Context: an optimization exercise on an open-source flow, tuned for small area. The choices shown serve that exercise and are no tape-out recipe.
Function was checked by simulation only, so behaviour that the tests miss may differ from the original.
No activity file was given, so power comes from the tool's default toggle rates.

==> job 6826: inputs <==
==> flow/design.v (excerpt) <==
module ring_rx (
    input  wire         clk,
    input  wire         rst,
    input  wire         cg_valid,
    input  wire [9:0]   cg,
    output wire         hdr_valid,
    output wire [127:0] hdr_data,
    output wire         dat_valid,
    output wire [7:0]   dat_byte,
    output wire         blk_valid,
    output wire [7:0]   blk_node,
    output wire [7:0]   blk_kind,
    output wire [15:0]  blk_len,
    output wire [1:0]   blk_status,
    output wire         end_valid,
    output wire [1:0]   end_kind,
    output wire [1:0]   end_hdr,
    output reg  [31:0]  hdr_crc_errors,
    output reg  [31:0]  blk_crc_errors,
    output reg  [31:0]  batons_aborted,
    output reg  [31:0]  code_violations
);
export LEC_CHECK = 0
export CAP_MARGIN = 20
export CORE_MARGIN = 2
export CORE_UTILIZATION = 40
export PLACE_DENSITY = 0.6
export SLEW_MARGIN = 20
create_clock -name core_clock -period 20.0 [get_ports {clk}]
standard.sh (not shown) runs the stock make flow with config.mk's settings and CLKGATE_MAP_FILE= SYNTH_SCRIPT=/design/flow/synth_recipe.tcl, a recipe that flattens the netlist after the stock synthesis.
==> flow/flow/run.sh <==
#!/bin/bash
# Standard ORFS layout with two changes:
#  - after the standard synthesis, the combinational logic is re-mapped for
#    area with ABC (registers and their names are kept exactly);
#  - buffer_ports puts the smallest plain buffer on every input and output.
set -euo pipefail
W=$(pwd)
R=$W/orfs/results/$FLOW_PLATFORM/ring_rx/base
export BUFFER_PORTS_ARGS="-buffer_cell sky130_fd_sc_hd__buf_1"

bash standard.sh synth > $W/log_1_standard_synth.log 2>&1

# Flip-flop and tie cell types in the standard netlist are kept.
KEEP=$(grep -oE '^ *sky130_fd_sc_hd__(dfxtp|edfxtp|dfrtp|dfstp|dfxbp|sdfxtp|conb)_[0-9]+' $R/1_2_yosys.v | sort -u | tr -d ' ' | tr '\n' ' ')
DU=$(make -s -C $FLOW_HOME DESIGN_CONFIG=$W/config.mk WORK_HOME=$W/orfs print-DONT_USE_CELLS 2>/dev/null | sed 's/^DONT_USE_CELLS: *//' || true)
cp $R/1_2_yosys.v $W/standard_1_2_yosys.v
LIB_FILE=$FLOW_HOME/platforms/$FLOW_PLATFORM/lib/sky130_fd_sc_hd__tt_025C_1v80.lib \
IN_NETLIST=$W/standard_1_2_yosys.v OUT_NETLIST=$W/resyn.v OUT_STAT=$W/resyn_stat.txt \
DESIGN_NAME=$FLOW_TOP KEEP_CELLS="$KEEP" DONT_USE_LIST="$DU" ABC_SCRIPT_FILE=$W/flow/area.abc \
  yosys -c $W/flow/resyn.tcl > $W/log_2_resyn.log 2>&1
cp $W/resyn.v $R/1_2_yosys.v
touch $R/1_2_yosys.v

bash standard.sh finish > $W/log_3_standard_finish.log 2>&1
==> flow/flow/area.abc <==
strash
balance; rewrite; refactor; balance; rewrite; rewrite -z; balance; refactor -z; rewrite -z; balance
dch
amap
topo
==> flow/flow/resyn.tcl <==
# Re-maps the combinational logic of the standard synthesis netlist for
# area. Registers (and tie cells) are kept as they are, with their names.
yosys -import
set lib $::env(LIB_FILE)
read_liberty -ignore_miss_func $lib
read_verilog $::env(IN_NETLIST)
hierarchy -top $::env(DESIGN_NAME)
set keep {}
foreach c [split $::env(KEEP_CELLS)] {
  if { $c ne "" } { setattr -mod -set keep_hierarchy 1 $c }
}
flatten
yosys rename -hide w:*.*
opt_clean -purge
opt_clean -purge
set dont_use {}
foreach c $::env(DONT_USE_LIST) { lappend dont_use -dont_use $c }
abc -liberty $lib {*}$dont_use -script $::env(ABC_SCRIPT_FILE)
splitnets
opt_clean -purge
hilomap -singleton -hicell sky130_fd_sc_hd__conb_1 HI -locell sky130_fd_sc_hd__conb_1 LO
insbuf -buf sky130_fd_sc_hd__buf_4 A X
opt_clean -purge
tee -o $::env(OUT_STAT) stat -liberty $lib
select -module $::env(DESIGN_NAME)
write_verilog -noattr -nohex -nodec -selected $::env(OUT_NETLIST)
==> job 3942: changes against job 6826 <==
--- a/flow/design.v
+++ b/flow/design.v
@@ -28,73 +28,48 @@
     end
     reg rd;    
     wire [5:0] rx6 = {c_q[0], c_q[1], c_q[2], c_q[3], c_q[4], c_q[5]};
     wire [3:0] rx4 = {c_q[6], c_q[7], c_q[8], c_q[9]};
     reg [4:0] x6;
-    reg       bal6;     
-    reg       hit6;     
-    reg       hitp6;    
     always @(*) begin
-        hit6 = 1'b1;
+        x6 = {rx6[1], rx6[2], rx6[3], rx6[4], rx6[5]};
         case (rx6)
             6'b100111: x6 = 5'd0;
+            6'b011000: x6 = 5'd0;
             6'b011101: x6 = 5'd1;
+            6'b100010: x6 = 5'd1;
             6'b101101: x6 = 5'd2;
-            6'b110001: x6 = 5'd3;
+            6'b010010: x6 = 5'd2;
             6'b110101: x6 = 5'd4;
-            6'b101001: x6 = 5'd5;
-            6'b011001: x6 = 5'd6;
-            6'b111000: x6 = 5'd7;
-            6'b111001: x6 = 5'd8;
-            6'b100101: x6 = 5'd9;
-            6'b010101: x6 = 5'd10;
-            6'b110100: x6 = 5'd11;
-            6'b001101: x6 = 5'd12;
-            6'b101100: x6 = 5'd13;
-            6'b011100: x6 = 5'd14;
-            6'b010111: x6 = 5'd15;
-            6'b011011: x6 = 5'd16;
-            6'b100011: x6 = 5'd17;
-            6'b010011: x6 = 5'd18;
-            6'b110010: x6 = 5'd19;
-            6'b001011: x6 = 5'd20;
-            6'b101010: x6 = 5'd21;
-            6'b011010: x6 = 5'd22;
-            6'b111010: x6 = 5'd23;
-            6'b110011: x6 = 5'd24;
-            6'b100110: x6 = 5'd25;
-            6'b010110: x6 = 5'd26;
-            6'b110110: x6 = 5'd27;
-            6'b001110: x6 = 5'd28;
-            6'b101110: x6 = 5'd29;
-            6'b011110: x6 = 5'd30;
-            6'b101011: x6 = 5'd31;
-            6'b011000: x6 = 5'd0;
-            6'b100010: x6 = 5'd1;
-            6'b010010: x6 = 5'd2;
             6'b001010: x6 = 5'd4;
             6'b000111: x6 = 5'd7;
+            6'b111001: x6 = 5'd8;
             6'b000110: x6 = 5'd8;
+            6'b010111: x6 = 5'd15;
             6'b101000: x6 = 5'd15;
+            6'b011011: x6 = 5'd16;
             6'b100100: x6 = 5'd16;
             6'b000101: x6 = 5'd23;
+            6'b110011: x6 = 5'd24;
             6'b001100: x6 = 5'd24;
             6'b001001: x6 = 5'd27;
             6'b010001: x6 = 5'd29;
             6'b100001: x6 = 5'd30;
+            6'b101011: x6 = 5'd31;
             6'b010100: x6 = 5'd31;
-            default: begin x6 = 5'd0; hit6 = 1'b0; end
+            default: ;
         endcase
     end
     wire [2:0] ones6 = {2'd0, rx6[0]} + {2'd0, rx6[1]} + {2'd0, rx6[2]} +
                        {2'd0, rx6[3]} + {2'd0, rx6[4]} + {2'd0, rx6[5]};
     wire [2:0] ones4 = {2'd0, rx4[0]} + {2'd0, rx4[1]} + {2'd0, rx4[2]} + {2'd0, rx4[3]};
     wire more6 = ones6 > 3'd3;
     wire less6 = ones6 < 3'd3;
     wire six_pos = more6 || rx6 == 6'b000111;
     wire six_neg = less6 || rx6 == 6'b111000;
-    wire v6  = hit6 & (rd ? ~more6 & rx6 != 6'b111000 : ~less6 & rx6 != 6'b000111);
+    wire v6  = rd ? (ones6 == 3'd2 && rx6 != 6'b110000 && rx6 != 6'b000011) || (ones6 == 3'd3 && rx6 != 6'b111000)
+                  : (ones6 == 3'd4 && rx6 != 6'b001111 && rx6 != 6'b111100) || (ones6 == 3'd3 && rx6 != 6'b000111);
     wire rd6 = six_pos ? 1'b1 : six_neg ? 1'b0 : rd;
     wire four_pos = ones4 > 3'd2 || rx4 == 4'b0011;
     wire four_neg = ones4 < 3'd2 || rx4 == 4'b1100;
     wire rd_next  = four_pos ? 1'b1 : four_neg ? 1'b0 : rd6;
     wire a7n = x6 == 5'd17 || x6 == 5'd18 || x6 == 5'd20;
==> flow/flow/run.sh (replaced) <==
#!/bin/bash
# Standard ORFS layout with two changes:
#  - after the standard synthesis, the combinational logic is re-mapped for
#    area with ABC (registers and their names are kept exactly); several ABC
#    scripts are tried and the smallest netlist is used;
#  - buffer_ports puts the smallest plain buffer on every input and output.
set -euo pipefail
W=$(pwd)
R=$W/orfs/results/$FLOW_PLATFORM/ring_rx/base
export BUFFER_PORTS_ARGS="-buffer_cell sky130_fd_sc_hd__buf_1"

bash standard.sh synth > $W/log_1_standard_synth.log 2>&1

# Flip-flop and tie cell types in the standard netlist are kept.
KEEP=$(grep -oE '^ *sky130_fd_sc_hd__(dfxtp|edfxtp|dfrtp|dfstp|dfxbp|sdfxtp|conb)_[0-9]+' $R/1_2_yosys.v | sort -u | tr -d ' ' | tr '\n' ' ')
DU=$(make -s -C $FLOW_HOME DESIGN_CONFIG=$W/config.mk WORK_HOME=$W/orfs print-DONT_USE_CELLS 2>/dev/null | sed 's/^DONT_USE_CELLS: *//' || true)
cp $R/1_2_yosys.v $W/standard_1_2_yosys.v
best=""; best_area=""
for s in a1 a2 a3 a4; do
  LIB_FILE=$FLOW_HOME/platforms/$FLOW_PLATFORM/lib/sky130_fd_sc_hd__tt_025C_1v80.lib \
  IN_NETLIST=$W/standard_1_2_yosys.v OUT_NETLIST=$W/resyn_$s.v OUT_STAT=$W/resyn_stat_$s.txt \
  DESIGN_NAME=$FLOW_TOP KEEP_CELLS="$KEEP" DONT_USE_LIST="$DU" ABC_SCRIPT_FILE=$W/flow/$s.abc \
    yosys -c $W/flow/resyn.tcl > $W/log_2_resyn_$s.log 2>&1 &
done
wait
for s in a1 a2 a3 a4; do
  a=$(grep "Chip area for module '.$FLOW_TOP'" $W/resyn_stat_$s.txt | awk '{print $NF}' || true)
  echo "$s $a" >> $W/resyn_choice.txt
  if [[ -n "$a" && -s $W/resyn_$s.v ]]; then
    if [[ -z "$best" ]] || awk -v a="$a" -v b="$best_area" 'BEGIN{exit !(a<b)}'; then best=$s; best_area=$a; fi
  fi
done
echo "chosen $best $best_area" >> $W/resyn_choice.txt
if [[ -n "$best" ]]; then
  cp $W/resyn_$best.v $R/1_2_yosys.v
  touch $R/1_2_yosys.v
fi

bash standard.sh finish > $W/log_3_standard_finish.log 2>&1
==> flow/flow/a1.abc (new file) <==
strash
balance -l; resub -K 6 -l; rewrite -l; resub -K 6 -N 2 -l; refactor -l; resub -K 8 -l; balance -l; resub -K 8 -N 2 -l; rewrite -l; resub -K 10 -l; rewrite -z -l; resub -K 10 -N 2 -l; balance -l; resub -K 12 -l; refactor -z -l; resub -K 12 -N 2 -l; rewrite -z -l; balance -l
balance -l; resub -K 6 -l; rewrite -l; resub -K 6 -N 2 -l; refactor -l; resub -K 8 -l; balance -l; resub -K 8 -N 2 -l; rewrite -l; resub -K 10 -l; rewrite -z -l; resub -K 10 -N 2 -l; balance -l; resub -K 12 -l; refactor -z -l; resub -K 12 -N 2 -l; rewrite -z -l; balance -l
dch -f
amap
topo
==> flow/flow/a2.abc (new file) <==
strash
balance; rewrite; refactor; balance; rewrite; rewrite -z; balance; refactor -z; rewrite -z; balance
dch
amap
topo
==> flow/flow/a3.abc (new file) <==
strash
&get -n
&st
&syn2
&synch2
&dch -f
&nf -a -p -R 1000
&put
topo
==> flow/flow/a4.abc (new file) <==
strash
balance; rewrite; refactor; balance; rewrite; rewrite -z; balance; refactor -z; rewrite -z; balance
balance; rewrite; refactor; balance; rewrite; rewrite -z; balance; refactor -z; rewrite -z; balance
dch -f
amap -m
topo
- CTS_BUF_LIST: default -> sky130_fd_sc_hd__clkbuf_8
- CTS_CLUSTER_DIAMETER: default -> 100
- CTS_CLUSTER_SIZE: default -> 15
removed: flow/flow/area.abc
==> job 5155: changes against job 6826 <==
--- a/flow/design.v
+++ b/flow/design.v
@@ -28,73 +28,48 @@
     end
     reg rd;    
     wire [5:0] rx6 = {c_q[0], c_q[1], c_q[2], c_q[3], c_q[4], c_q[5]};
     wire [3:0] rx4 = {c_q[6], c_q[7], c_q[8], c_q[9]};
     reg [4:0] x6;
-    reg       bal6;     
-    reg       hit6;     
-    reg       hitp6;    
     always @(*) begin
-        hit6 = 1'b1;
+        x6 = {rx6[1], rx6[2], rx6[3], rx6[4], rx6[5]};
         case (rx6)
             6'b100111: x6 = 5'd0;
+            6'b011000: x6 = 5'd0;
             6'b011101: x6 = 5'd1;
+            6'b100010: x6 = 5'd1;
             6'b101101: x6 = 5'd2;
-            6'b110001: x6 = 5'd3;
+            6'b010010: x6 = 5'd2;
             6'b110101: x6 = 5'd4;
-            6'b101001: x6 = 5'd5;
-            6'b011001: x6 = 5'd6;
-            6'b111000: x6 = 5'd7;
-            6'b111001: x6 = 5'd8;
-            6'b100101: x6 = 5'd9;
-            6'b010101: x6 = 5'd10;
-            6'b110100: x6 = 5'd11;
-            6'b001101: x6 = 5'd12;
-            6'b101100: x6 = 5'd13;
-            6'b011100: x6 = 5'd14;
-            6'b010111: x6 = 5'd15;
-            6'b011011: x6 = 5'd16;
-            6'b100011: x6 = 5'd17;
-            6'b010011: x6 = 5'd18;
-            6'b110010: x6 = 5'd19;
-            6'b001011: x6 = 5'd20;
-            6'b101010: x6 = 5'd21;
-            6'b011010: x6 = 5'd22;
-            6'b111010: x6 = 5'd23;
-            6'b110011: x6 = 5'd24;
-            6'b100110: x6 = 5'd25;
-            6'b010110: x6 = 5'd26;
-            6'b110110: x6 = 5'd27;
-            6'b001110: x6 = 5'd28;
-            6'b101110: x6 = 5'd29;
-            6'b011110: x6 = 5'd30;
-            6'b101011: x6 = 5'd31;
-            6'b011000: x6 = 5'd0;
-            6'b100010: x6 = 5'd1;
-            6'b010010: x6 = 5'd2;
             6'b001010: x6 = 5'd4;
             6'b000111: x6 = 5'd7;
+            6'b111001: x6 = 5'd8;
             6'b000110: x6 = 5'd8;
+            6'b010111: x6 = 5'd15;
             6'b101000: x6 = 5'd15;
+            6'b011011: x6 = 5'd16;
             6'b100100: x6 = 5'd16;
             6'b000101: x6 = 5'd23;
+            6'b110011: x6 = 5'd24;
             6'b001100: x6 = 5'd24;
             6'b001001: x6 = 5'd27;
             6'b010001: x6 = 5'd29;
             6'b100001: x6 = 5'd30;
+            6'b101011: x6 = 5'd31;
             6'b010100: x6 = 5'd31;
-            default: begin x6 = 5'd0; hit6 = 1'b0; end
+            default: ;
         endcase
     end
     wire [2:0] ones6 = {2'd0, rx6[0]} + {2'd0, rx6[1]} + {2'd0, rx6[2]} +
                        {2'd0, rx6[3]} + {2'd0, rx6[4]} + {2'd0, rx6[5]};
     wire [2:0] ones4 = {2'd0, rx4[0]} + {2'd0, rx4[1]} + {2'd0, rx4[2]} + {2'd0, rx4[3]};
     wire more6 = ones6 > 3'd3;
     wire less6 = ones6 < 3'd3;
     wire six_pos = more6 || rx6 == 6'b000111;
     wire six_neg = less6 || rx6 == 6'b111000;
-    wire v6  = hit6 & (rd ? ~more6 & rx6 != 6'b111000 : ~less6 & rx6 != 6'b000111);
+    wire v6  = rd ? (ones6 == 3'd2 && rx6 != 6'b110000 && rx6 != 6'b000011) || (ones6 == 3'd3 && rx6 != 6'b111000)
+                  : (ones6 == 3'd4 && rx6 != 6'b001111 && rx6 != 6'b111100) || (ones6 == 3'd3 && rx6 != 6'b000111);
     wire rd6 = six_pos ? 1'b1 : six_neg ? 1'b0 : rd;
     wire four_pos = ones4 > 3'd2 || rx4 == 4'b0011;
     wire four_neg = ones4 < 3'd2 || rx4 == 4'b1100;
     wire rd_next  = four_pos ? 1'b1 : four_neg ? 1'b0 : rd6;
     wire a7n = x6 == 5'd17 || x6 == 5'd18 || x6 == 5'd20;
==> flow/flow/run.sh (replaced) <==
#!/bin/bash
# Standard ORFS layout with two changes:
#  - after the standard synthesis, the combinational logic is re-mapped for
#    area with ABC (registers and their names are kept exactly); several ABC
#    scripts are tried and the smallest netlist is used;
#  - buffer_ports puts the smallest plain buffer on every input and output.
set -euo pipefail
W=$(pwd)
R=$W/orfs/results/$FLOW_PLATFORM/ring_rx/base
export BUFFER_PORTS_ARGS="-buffer_cell sky130_fd_sc_hd__buf_1"

bash standard.sh synth > $W/log_1_standard_synth.log 2>&1

# Flip-flop and tie cell types in the standard netlist are kept.
KEEP=$(grep -oE '^ *sky130_fd_sc_hd__(dfxtp|edfxtp|dfrtp|dfstp|dfxbp|sdfxtp|conb)_[0-9]+' $R/1_2_yosys.v | sort -u | tr -d ' ' | tr '\n' ' ')
DU=$(make -s -C $FLOW_HOME DESIGN_CONFIG=$W/config.mk WORK_HOME=$W/orfs print-DONT_USE_CELLS 2>/dev/null | sed 's/^DONT_USE_CELLS: *//' || true)
cp $R/1_2_yosys.v $W/standard_1_2_yosys.v
best=""; best_area=""
for s in a1 a2 a3 a4; do
  LIB_FILE=$FLOW_HOME/platforms/$FLOW_PLATFORM/lib/sky130_fd_sc_hd__tt_025C_1v80.lib \
  IN_NETLIST=$W/standard_1_2_yosys.v OUT_NETLIST=$W/resyn_$s.v OUT_STAT=$W/resyn_stat_$s.txt \
  DESIGN_NAME=$FLOW_TOP KEEP_CELLS="$KEEP" DONT_USE_LIST="$DU" ABC_SCRIPT_FILE=$W/flow/$s.abc \
    yosys -c $W/flow/resyn.tcl > $W/log_2_resyn_$s.log 2>&1 &
done
wait
for s in a1 a2 a3 a4; do
  a=$(grep "Chip area for module '.$FLOW_TOP'" $W/resyn_stat_$s.txt | awk '{print $NF}' || true)
  echo "$s $a" >> $W/resyn_choice.txt
  if [[ -n "$a" && -s $W/resyn_$s.v ]]; then
    if [[ -z "$best" ]] || awk -v a="$a" -v b="$best_area" 'BEGIN{exit !(a<b)}'; then best=$s; best_area=$a; fi
  fi
done
echo "chosen $best $best_area" >> $W/resyn_choice.txt
if [[ -n "$best" ]]; then
  cp $W/resyn_$best.v $R/1_2_yosys.v
  touch $R/1_2_yosys.v
fi

bash standard.sh finish > $W/log_3_standard_finish.log 2>&1
==> flow/flow/a1.abc (new file) <==
strash
balance -l; resub -K 6 -l; rewrite -l; resub -K 6 -N 2 -l; refactor -l; resub -K 8 -l; balance -l; resub -K 8 -N 2 -l; rewrite -l; resub -K 10 -l; rewrite -z -l; resub -K 10 -N 2 -l; balance -l; resub -K 12 -l; refactor -z -l; resub -K 12 -N 2 -l; rewrite -z -l; balance -l
balance -l; resub -K 6 -l; rewrite -l; resub -K 6 -N 2 -l; refactor -l; resub -K 8 -l; balance -l; resub -K 8 -N 2 -l; rewrite -l; resub -K 10 -l; rewrite -z -l; resub -K 10 -N 2 -l; balance -l; resub -K 12 -l; refactor -z -l; resub -K 12 -N 2 -l; rewrite -z -l; balance -l
dch -f
amap
topo
==> flow/flow/a2.abc (new file) <==
strash
balance; rewrite; refactor; balance; rewrite; rewrite -z; balance; refactor -z; rewrite -z; balance
dch
amap
topo
==> flow/flow/a3.abc (new file) <==
strash
&get -n
&st
&syn2
&synch2
&dch -f
&nf -a -p -R 1000
&put
topo
==> flow/flow/a4.abc (new file) <==
strash
balance; rewrite; refactor; balance; rewrite; rewrite -z; balance; refactor -z; rewrite -z; balance
balance; rewrite; refactor; balance; rewrite; rewrite -z; balance; refactor -z; rewrite -z; balance
dch -f
amap -m
topo
- CORE_UTILIZATION: 40 -> 55
- CTS_BUF_LIST: default -> sky130_fd_sc_hd__clkbuf_8
- CTS_CLUSTER_DIAMETER: default -> 100
- CTS_CLUSTER_SIZE: default -> 15
- PLACE_DENSITY: 0.6 -> 0.7
removed: flow/flow/area.abc
==> results.txt <==
- Against job 6826, the first-iteration DRC count of job 5155 is larger by about 22%.
- Between job 5155 and job 6826, the lower sequential power is in job 5155 (gap about 1%, measured against job 6826).
- Fmax, lowest first: job 5155, job 3942, job 6826.
- Of job 5155 and job 3942, job 3942 has the higher worst hold slack (gap 0.0050 ns).
- The lowest worst setup slack belongs to job 5155, the highest to job 6826.
- The highest die area belongs to job 3942, the lowest to job 5155.
- Clock skew, lowest first: job 5155, job 6826, job 3942.
- Critical path depth is the same in job 3942 and job 5155.
- Of job 3942 and job 6826, job 6826 has the higher clock power (gap 50%, measured against job 6826).
- Design area, highest first: job 6826, job 3942, job 5155.
- Against job 5155, the register-to-register slack of job 6826 is higher by 4.3 ns.
==> figures <==
                                                                         job 6826    job 3942    job 5155
Result of the run                                no timing/DRC/antenna violations  no timing/DRC/antenna violations  no timing/DRC/antenna violations
Wire length of the first global-routing pass                              64.2 mm     68.6 mm     65.2 mm
Area of the core region                                                35600 um^2  35700 um^2  26100 um^2
Ant diodes                                                                      0           0           1
Layout buffer count excluding clock buffers                                   334         337         334
Cell chosen for the clock root                                          clkbuf_16    clkbuf_8    clkbuf_8
Pleak                                                                  0.00549 uW  0.00516 uW  0.00514 uW
Sw Pwr                                                                     400 uW      380 uW      371 uW
Capture endpoint of the worst hold path                                bcount[12]  bcount[12]     wcnt[5]
RR Startpoint                                                              c_q[9]      c_q[1]      c_q[0]
Detailed Place HPWL                                                       29.7 mm     32.2 mm     30.2 mm
Worst r2r path cells                                                           31          48          48
Routed via count divided by cell count                                       5.28        5.39        5.74
Multi-input logic portion of the cell area                                  32.2%       34.4%       34.8%
Routed length on met3                                                     3.28 mm     3.06 mm     3.39 mm
Count of buffering cells on the critical path with inverters included           6          10          11
Clock slew seen by the registers of the worst setup and hold paths        0.06 ns     0.11 ns     0.10 ns
Switching power as a share of total power                                   25.2%       29.3%       28.9%
Cell count along the critical path                                             19          35          35
Number of clock buffers in the layout                                          48          26          26
Met3 Usage GRT                                                              4.66%       3.44%       6.04%
Routed met1 length                                                        17.5 mm     19.4 mm     17.8 mm
Total Power Consumption                                                   1590 uW     1300 uW     1290 uW

## port drivers added, routing unchanged
In the flow no input, the clock included, has a driving cell. The finished layouts below were timed again as built, in two steps.
Step 1 (the two cells are an assumption about what drives the block):
set clk [get_ports {clk}]
set_driving_cell -lib_cell sky130_fd_sc_hd__clkbuf_16 $clk
set_driving_cell -lib_cell sky130_fd_sc_hd__buf_2 [delete_from_list [all_inputs] $clk]
Step 2 also shifts input and output timing later by t, the mid clock arrival at the registers, as if the neighbouring blocks saw the same clock.
a / b / c = ideal / step 1 / step 2; a / b = the first two.
run | t (ns) | slack for setup (ns) | clock arrival spread, ns | worst data-port slew with drivers (ns)
job 6826 | 0.556 | 9.281 / 9.230 / 9.786 | 0.031 / 0.031 | 0.03
job 3942 | 0.633 | 6.543 / 6.495 / 7.128 | 0.032 / 0.032 | 0.06
job 5155 | 0.624 | 6.360 / 6.312 / 6.936 | 0.020 / 0.020 | 0.04
After both steps setup and hold are still met in every run listed.
